Context: an optimization exercise on an open-source flow, tuned for small area, a short achievable clock period and few clock cycles. The choices shown serve that exercise and are no tape-out recipe. Function was checked by simulation only, so behaviour that the tests miss may differ from the original.

**flow/design.v**
```verilog
module bq_round (
    input  wire               sign,
    input  wire [47:0]        p,
    input  wire [4:0]         sh,
    input  wire signed [10:0] be,
    input  wire [1:0]         cls,
    output wire [31:0]        res
);
    wire [47:0] n     = p << sh;
    wire        hi    = n[47];
    wire [23:0] keep  = hi ? n[47:24] : n[46:23];
    wire        guard = hi ? n[23] : n[22];
    wire        stk   = hi ? (|n[22:0]) : (|n[21:0]);
    wire        up    = guard & (stk | keep[0]);
    wire [24:0] rnd   = {1'b0, keep} + {24'd0, up};
    wire signed [10:0] e1 = be + $signed({10'd0, hi});
    wire signed [10:0] e2 = e1 + $signed({10'd0, rnd[24]});
    wire [22:0] frac = rnd[24] ? rnd[23:1] : rnd[22:0];
    reg [31:0] r;
    always @* begin
        if (e1 >= 11'sd1) begin
            if (e2 > 11'sd254) r = {sign, 8'hFF, 23'd0};
            else               r = {sign, e2[7:0], frac};
        end else if (e1 == 11'sd0) begin
            r = (&keep) ? {sign, 8'd1, 23'd0} : 32'd0;
        end else if (e1 > -11'sd23) begin
            r = 32'd0;
        end else if (e1 == -11'sd23) begin
            r = ((keep == 24'h800000) && !guard && !stk) ? {sign, 31'd0} : 32'd0;
        end else begin
            r = {sign, 31'd0};
        end
    end
    assign res = (cls == 2'd1) ? 32'h7FC0_0000 :
                 (cls == 2'd2) ? {sign, 8'hFF, 23'd0} :
                 (cls == 2'd3) ? {sign, 31'd0} :
                 r;
endmodule
module bq_fmul (
    input  wire        clk,
    input  wire [31:0] a,
    input  wire [31:0] b,
    output wire [31:0] y
);
    wire [7:0]  ea = a[30:23], eb = b[30:23];
    wire        a_max = &ea, b_max = &eb;
    wire        a_den = ~(|ea), b_den = ~(|eb);
    wire        a_nan  = a_max & (|a[22:0]);
    wire        b_nan  = b_max & (|b[22:0]);
    wire        a_inf  = a_max & ~(|a[22:0]);
    wire        b_inf  = b_max & ~(|b[22:0]);
    wire        a_zero = a_den & ~(|a[22:0]);
    wire        b_zero = b_den & ~(|b[22:0]);
    wire [23:0] ma = {~a_den, a[22:0]};
    wire [23:0] mb = {~b_den, b[22:0]};
    wire [47:0] p  = ma * mb;
    reg [4:0] lza, lzb;
    integer   i;
    always @* begin
        lza = 5'd0;
        lzb = 5'd0;
        for (i = 0; i < 23; i = i + 1) begin
            if (a[i]) lza = 5'd23 - i[4:0];
            if (b[i]) lzb = 5'd23 - i[4:0];
        end
    end
    wire [4:0] sh = a_den ? lza : (b_den ? lzb : 5'd0);
    wire [8:0] xsum = {1'b0, ea | {7'd0, a_den}} + {1'b0, eb | {7'd0, b_den}};
    wire signed [10:0] be = $signed({2'b00, xsum}) - 11'sd127 - $signed({6'd0, sh});
    wire [1:0] cls = (a_nan | b_nan | (a_inf & b_zero) | (b_inf & a_zero)) ? 2'd1 :
                     (a_inf | b_inf) ? 2'd2 :
                     (a_zero | b_zero | (a_den & b_den)) ? 2'd3 : 2'd0;
    reg [47:0]        p_r;
    reg [4:0]         sh_r;
    reg signed [10:0] be_r;
    reg [1:0]         cls_r;
    reg               s_r;
    always @(posedge clk) begin
        p_r   <= p;
        sh_r  <= sh;
        be_r  <= be;
        cls_r <= cls;
        s_r   <= a[31] ^ b[31];
    end
    bq_round u_round (.sign(s_r), .p(p_r), .sh(sh_r), .be(be_r), .cls(cls_r), .res(y));
endmodule
module bq_fadd (
    input  wire [31:0] a,
    input  wire [31:0] b,
    output wire [31:0] y
);
    localparam [31:0] QNAN = 32'h7FC0_0000;
    wire        sa = a[31], sb = b[31];
    wire [7:0]  ea = a[30:23], eb = b[30:23];
    wire        a_max = &ea, b_max = &eb;
    wire        a_nan = a_max & (|a[22:0]);
    wire        b_nan = b_max & (|b[22:0]);
    wire        a_inf = a_max & ~(|a[22:0]);
    wire        b_inf = b_max & ~(|b[22:0]);
    wire [23:0] ma = {(|ea), a[22:0]};
    wire [23:0] mb = {(|eb), b[22:0]};
    wire [7:0]  xa = {ea[7:1], ea[0] | ~(|ea)};
    wire [7:0]  xb = {eb[7:1], eb[0] | ~(|eb)};
    wire        swap  = (a[30:0] < b[30:0]);
    wire [7:0]  dab   = xa - xb;
    wire [7:0]  dba   = xb - xa;
    wire [7:0]  d     = swap ? dba : dab;
    wire        s_big = swap ? sb : sa;
    wire [23:0] m_big = swap ? mb : ma;
    wire [23:0] m_sml = swap ? ma : mb;
    wire [7:0]  x_big = swap ? xb : xa;
    wire [4:0]  sh   = (d > 8'd26) ? 5'd27 : d[4:0];
    wire [50:0] wide = {m_sml, 27'd0} >> sh;
    wire [26:0] al   = {wide[50:25], |wide[24:0]};
    wire [26:0] big  = {m_big, 3'b000};
    wire        eff_sub = sa ^ sb;
    wire [27:0] sum  = eff_sub ? ({1'b0, big} - {1'b0, al})
                               : ({1'b0, big} + {1'b0, al});
    reg [4:0] lz;
    integer   i;
    always @* begin
        lz = 5'd27;
        for (i = 0; i < 27; i = i + 1)
            if (sum[i]) lz = 5'd26 - i[4:0];
    end
    wire [26:0] nl = sum[26:0] << lz;
    wire        carry = sum[27];
    wire [23:0] keep  = carry ? sum[27:4] : nl[26:3];
    wire        guard = carry ? sum[3]    : nl[2];
    wire        stk   = carry ? (|sum[2:0]) : (|nl[1:0]);
    wire        up    = guard & (stk | keep[0]);
    wire [24:0] rnd   = {1'b0, keep} + {24'd0, up};
    wire signed [9:0] e1 = carry ? ($signed({2'b00, x_big}) + 10'sd1)
                                 : ($signed({2'b00, x_big}) - $signed({5'd0, lz}));
    wire signed [9:0] e2 = e1 + $signed({9'd0, rnd[24]});
    wire [22:0] frac = rnd[24] ? rnd[23:1] : rnd[22:0];
    wire zero = ~(|sum);
    wire [31:0] r = (e1 < 10'sd1)   ? 32'd0 :
                    (e2 > 10'sd254) ? {s_big, 8'hFF, 23'd0} :
                                      {s_big, e2[7:0], frac};
    assign y = (a_nan | b_nan | (a_inf & b_inf & (sa != sb))) ? QNAN :
               a_inf ? {sa, 8'hFF, 23'd0} :
               b_inf ? {sb, 8'hFF, 23'd0} :
               zero  ? {sa & sb, 31'd0} :
               r;
endmodule
module biquad (
    input  wire        clk,
    input  wire        rst,         
    input  wire        in_valid,
    output wire        in_ready,
    input  wire [31:0] in_x,
    input  wire [31:0] in_b0,
    input  wire [31:0] in_b1,
    input  wire [31:0] in_b2,
    input  wire [31:0] in_a1,
    input  wire [31:0] in_a2,
    output reg         out_valid,
    output wire [31:0] out_y
);
    localparam [3:0] IDLE = 4'd0, R3 = 4'd1, R4 = 4'd2,
                     S0 = 4'd3, S1 = 4'd4, S2 = 4'd5, S3 = 4'd6, S4 = 4'd7,
                     D3 = 4'd8, D4 = 4'd9, D0 = 4'd10;
    reg  [3:0]  state;
    reg  [31:0] ca, br;            
    reg  [31:0] ar;                
    reg  [31:0] sa, sb;            
    reg  [31:0] mr;                
    wire [31:0] mul_y, add_y;
    assign in_ready = (state == S1);
    assign out_y    = br;
    bq_fmul u_mul (.clk(clk), .a(ca), .b(br), .y(mul_y));
    reg [31:0] add_a, add_b;
    always @* begin
        case (state)
            S1, D0:  begin add_a = sb; add_b = {~sa[31], sa[30:0]}; end
            S3, D3:  begin add_a = sa; add_b = {~mr[31], mr[30:0]}; end
            S4, D4:  begin add_a = ar; add_b = sa; end
            default: begin add_a = ar; add_b = mr; end       
        endcase
    end
    bq_fadd u_add (.a(add_a), .b(add_b), .y(add_y));
    always @(posedge clk) begin
        mr <= mul_y;
        if (rst) begin
            state     <= IDLE;
            ar        <= 32'd0;
            sa        <= 32'd0;
            sb        <= 32'd0;
            out_valid <= 1'b0;
        end else begin
            out_valid <= (state == S1);
            case (state)
                IDLE: if (in_valid) begin
                    br <= in_x; ca <= in_b0; state <= R3;
                end
                R3: begin ca <= in_b1; state <= R4; end
                R4: begin ca <= in_b2; state <= S0; end
                S0: begin
                    ar <= add_y; br <= add_y; ca <= in_a1; state <= S1;
                end
                S1: begin
                    ar <= add_y; sa <= mr; ca <= in_a2; state <= S2;
                end
                S2: begin
                    sb <= mr;
                    if (in_valid) begin
                        br <= in_x; ca <= in_b0; state <= S3;
                    end else begin
                        state <= D3;
                    end
                end
                S3: begin ar <= add_y; sa <= ar; ca <= in_b1; state <= S4; end
                S4: begin ar <= add_y; sa <= mr; ca <= in_b2; state <= S0; end
                D3: begin ar <= add_y; sa <= ar; state <= D4; end
                D4: begin ar <= add_y; sa <= mr; state <= D0; end
                D0: begin sb <= add_y; sa <= 32'd0; state <= IDLE; end
                default: state <= IDLE;
            endcase
        end
    end
endmodule
```
**flow/run.sh**
```bash
#!/bin/bash
# synth_recipe.tcl (not shown) runs the flow's synth.tcl, then flattens the netlist and writes it again
# the make line also repeats each setting of config.mk as NAME=value (left out here)
make -C /OpenROAD-flow-scripts/flow DESIGN_CONFIG=/design/flow/config.mk WORK_HOME=/design/flow/orfs CLKGATE_MAP_FILE= SYNTH_SCRIPT=/design/flow/synth_recipe.tcl finish
```
**flow/config.mk**
```make
export PLATFORM = sky130hd
export DESIGN_NAME = biquad
export DESIGN_NICKNAME = biquad
export VERILOG_FILES = /design/flow/design.v
export SDC_FILE = /design/flow/constraint.sdc
export NUM_CORES = 4
export LEC_CHECK = 0
export CAP_MARGIN = 20
export CORE_MARGIN = 2
export CORE_UTILIZATION = 40
export PLACE_DENSITY = 0.6
export SLEW_MARGIN = 20
```
**flow/constraint.sdc**
```tcl
create_clock -name core_clock -period 20.0 [get_ports {clk}]
set_input_delay 4.0000 -clock core_clock [delete_from_list [all_inputs] [get_ports {clk}]]
set_output_delay 4.0000 -clock core_clock [all_outputs]
set_load 0.01 [all_outputs]
```
==> flow_metrics.py <==
metrics = {
    "route": {
        "drtPass1Iterations": 7,
        "routed_wl_um": 185000,
        "first_iter_violations": 5318,
        "num_vias": 45800,
        "drt-wirelength-per-cell_um": 24.7,
        "via_per_inst": 6.11,
        "drc_errors": 0,
        "ant_nets": 0,
    },
    "timing": {
        "layout_min_cycle_time_ns": 18.49,
        "slew_viol_final": 0,
        "setup_viol": 0,
        "final_hold_viol_count": 0,
        "fin_hold_ws_ns": 0.446,
        "worst_clock_skew_ns": 0.0211,
        "relSlewSlack": 0.151,
        "tightest_slew_ns": 1.27,
        "rsz0062_at_grt": "no",
        "fin_tns_setup_ns": 0,
        "fmax_mhz": 54.1,
        "period_share": 0.925,
    },
    "final_layout": {
        "area_delta_synth_final_pct": 10.5,
        "final_cell_mix": "nand2_1 (737), inv_1 (637), nor2_1 (571)",
        "drive_gt1_frac": 0.0662,
        "layout_commonest_cell": "nand2_1",
        "nets": 6915,
    },
    "clocking": {
        "cts-resized-gates": 0,
        "h-tree-depth": 1,
        "cts.clk_slew.worst_paths_ns": 0.06,
        "insertion_delay_ns": 0.60,
        "post_cts_buffers": 0,
        "root_buffer": "clkbuf_16",
        "clock-sinks": 264,
        "cts_tree": "done",
        "clockBufferDepth": 3,
        "numCtsBuffers": 30,
        "ctsHoldBuffers": 0,
    },
    "yosys": {
        "synth_top_area_cell": "fa_1",
        "syn_nets": 6902,
        "yosys_warnings": 4,
        "yosys-top-cells-area": "fa_1 (21%), dfxtp_1 (8.6%), ha_1 (7.8%)",
        "ys_seq_area_frac": 0.127,
        "ys_seq_elements": 264,
        "synth.avg_cell_area_um2": 7.89,
        "synth_edf_count": 64,
        "synthArstFlopShare": 0,
        "syn_area_mm2": 0.0468,
        "ys.flop_type": "dfxtp_1",
        "syn_inst": 5927,
        "yosysTopAreaCellShare": 0.209,
        "synth.distinct_cells": 108,
    },
    "grt": {
        "grt_pass1_vias": 44000,
        "grtUsageTotal": 0.302,
        "grt_first_pass_wirelength_um": 280000,
        "grt_max_degree": 66,
        "grt_remaining_overflow": 0,
        "antenna_found_initial": 7,
    },
    "worst_setup_path": {
        "endpoint_kind": "flip-flop",
        "slowest_stage": "dfxtp_2",
        "start_kind": "flip-flop",
        "cp.arrival_ns": 18.81,
        "cpMostUsedCell": "a21oi_1",
        "critPathRequiredTime_ns": 20.31,
        "cpPeakStageDelay_ns": 0.73,
        "crit_fanout": 36,
        "critPathKind": "reg -> reg",
    },
    "run": {
        "cap_violations": 0,
    },
    "hold_path": {
        "hp-class": "reg -> reg",
    },
    "floorplanning": {
        "die_h_um": 346,
        "start_util": 0.403,
        "design.core.area_mm2": 0.116,
        "dieArea_mm2": 0.120,
        "rows": 125,
        "die_x_um": 346,
        "io_pins": 229,
    },
    "placed_design": {
        "gp_congestion": 1.01,
        "dp_hpwl_um": 142000,
        "port_buffers": 228,
    },
    "outcome": {
        "status": "finished clean",
    },
}
final timing paths:
kind | startpoint | end | slack, ns | depth (start not counted)
max | state[0] | br[10] | 1.51 | 66
min | ca[31] | u_mul.s_r | 0.45 | 1
max reg2reg | state[0] | br[10] | 1.51 | 66
min reg2reg | ca[31] | u_mul.s_r | 0.45 | 1
cells in the mapped netlist (all sizes together) (16+ instances only):
cell type,n
or2,25
buf,93
mux2i,189
ha,292
a22oi,81
o21bai,38
a221oi,49
nor3,125
and2,244
o22ai,26
edfxtp,64
xnor2,111
nor3b,17
nand4,52
o21ai,202
nor4,52
o31ai,35
a2111oi,20
nand2,739
nand2b,29
a21o,60
fa,488
clkbuf,315
a221o,54
o2111ai,16
or3,31
nand3,104
dfxtp,200
nor2,579
inv,643
o211ai,45
mux2,52
o21a,36
nand3b,16
a211oi,111
a31oi,46
nor2b,37
mux4,31
or4,18
and3,44
a21oi,269
xor2,37
registers in the layout, summed over array words and instances (netlist names):
name,count
sb,32
ar,32
out_valid,1
sa,32
state,4
mr,32
br,32
u_mul.sh_r,5
u_mul.p_r,48
u_mul.s_r,1
u_mul.cls_r,2
u_mul.be_r,11
ca,32
layout make-up:
type,count,area (um2)
flip-flops and latches,264,5930
well taps,1524,1910
clock buffers,43,901
repair buffers,389,3490
inverters,644,2420
clock inverters,12,91.3
fillers,11800,64300
diodes,1,2.50
multi-input cells,4611,37000
worst max-delay path, delay by kind of cell (launching register included):
kind                     cells  cell delay [ns]
AO/OA/AOI/OAI               31             8.07
AND/OR/NAND/NOR             20             5.86
adder cells (fa/ha/maj)      5             1.63
XOR/XNOR                     2             0.35
buffers and inverters        8             1.51
flip-flops                   1             0.73
layer usage:
metal | vias up | global-route usage | routed length (um)
met5 | - | 0 | 0
met4 | 0 | 0.0795 | 5840
met3 | 373 | 0.0690 | 19900
li1 | 20400 | - | -
met2 | 2359 | 0.441 | 77300
met1 | 22700 | 0.443 | 82300
metrics by stage:
stage / cells / setup WS [ns] / instance area, um2 / util
4_1_cts: 7487 / 1.49 / 51700 / 0.446
3_3_place_gp: 7432 / 2.00 / 50700 / 0.437
2_1_floorplan: 5927 / 4.32 / 46800 / -
3_5_place_dp: 7432 / 1.58 / 50700 / 0.437
5_1_grt: 7487 / 0.00331 / 51700 / 0.446
6_report: 7488 / 1.51 / 51700 / 0.446
kinds of logic after synthesis:
group           after synthesis  share of synthesized area
compound gates             1265                      0.188
buf+inv                    1052                     0.0870
simple gates               2145                      0.216
xor+xnor                    148                     0.0277
flops                       264                      0.127
fa+ha+maj                   781                      0.287
mux                         272                     0.0680
Testbench counts, summed over its fixed seeds: cycles 60,008.

[separate check: timing with driven ports]
In the flow no input, the clock included, has a driving cell. The finished layout below was timed again as built, in two steps. Step 1: set_driving_cell puts a clkbuf_16 on clk and a buf_2 on each other input, an assumption about the parent block. Step 2 moves the port delays by t, midway between the first and last clock arrival at a register: inputs arrive t later, outputs are due t later. That takes back most of the time a late clock gives input paths. Slacks: no drivers / after step 1 / after step 2; pairs: no drivers / after step 1.
shift t [ns]: 0.655
slack for setup (ns): 1.506 / 1.506 / 1.506
worst slew at a driven data input, ns: 0.09
pins driven straight from the clock port: 1
After both steps setup and hold are still met in this run. The setup slack of this run moves by 0.000 ns with the drivers and by 0.000 ns with both steps.
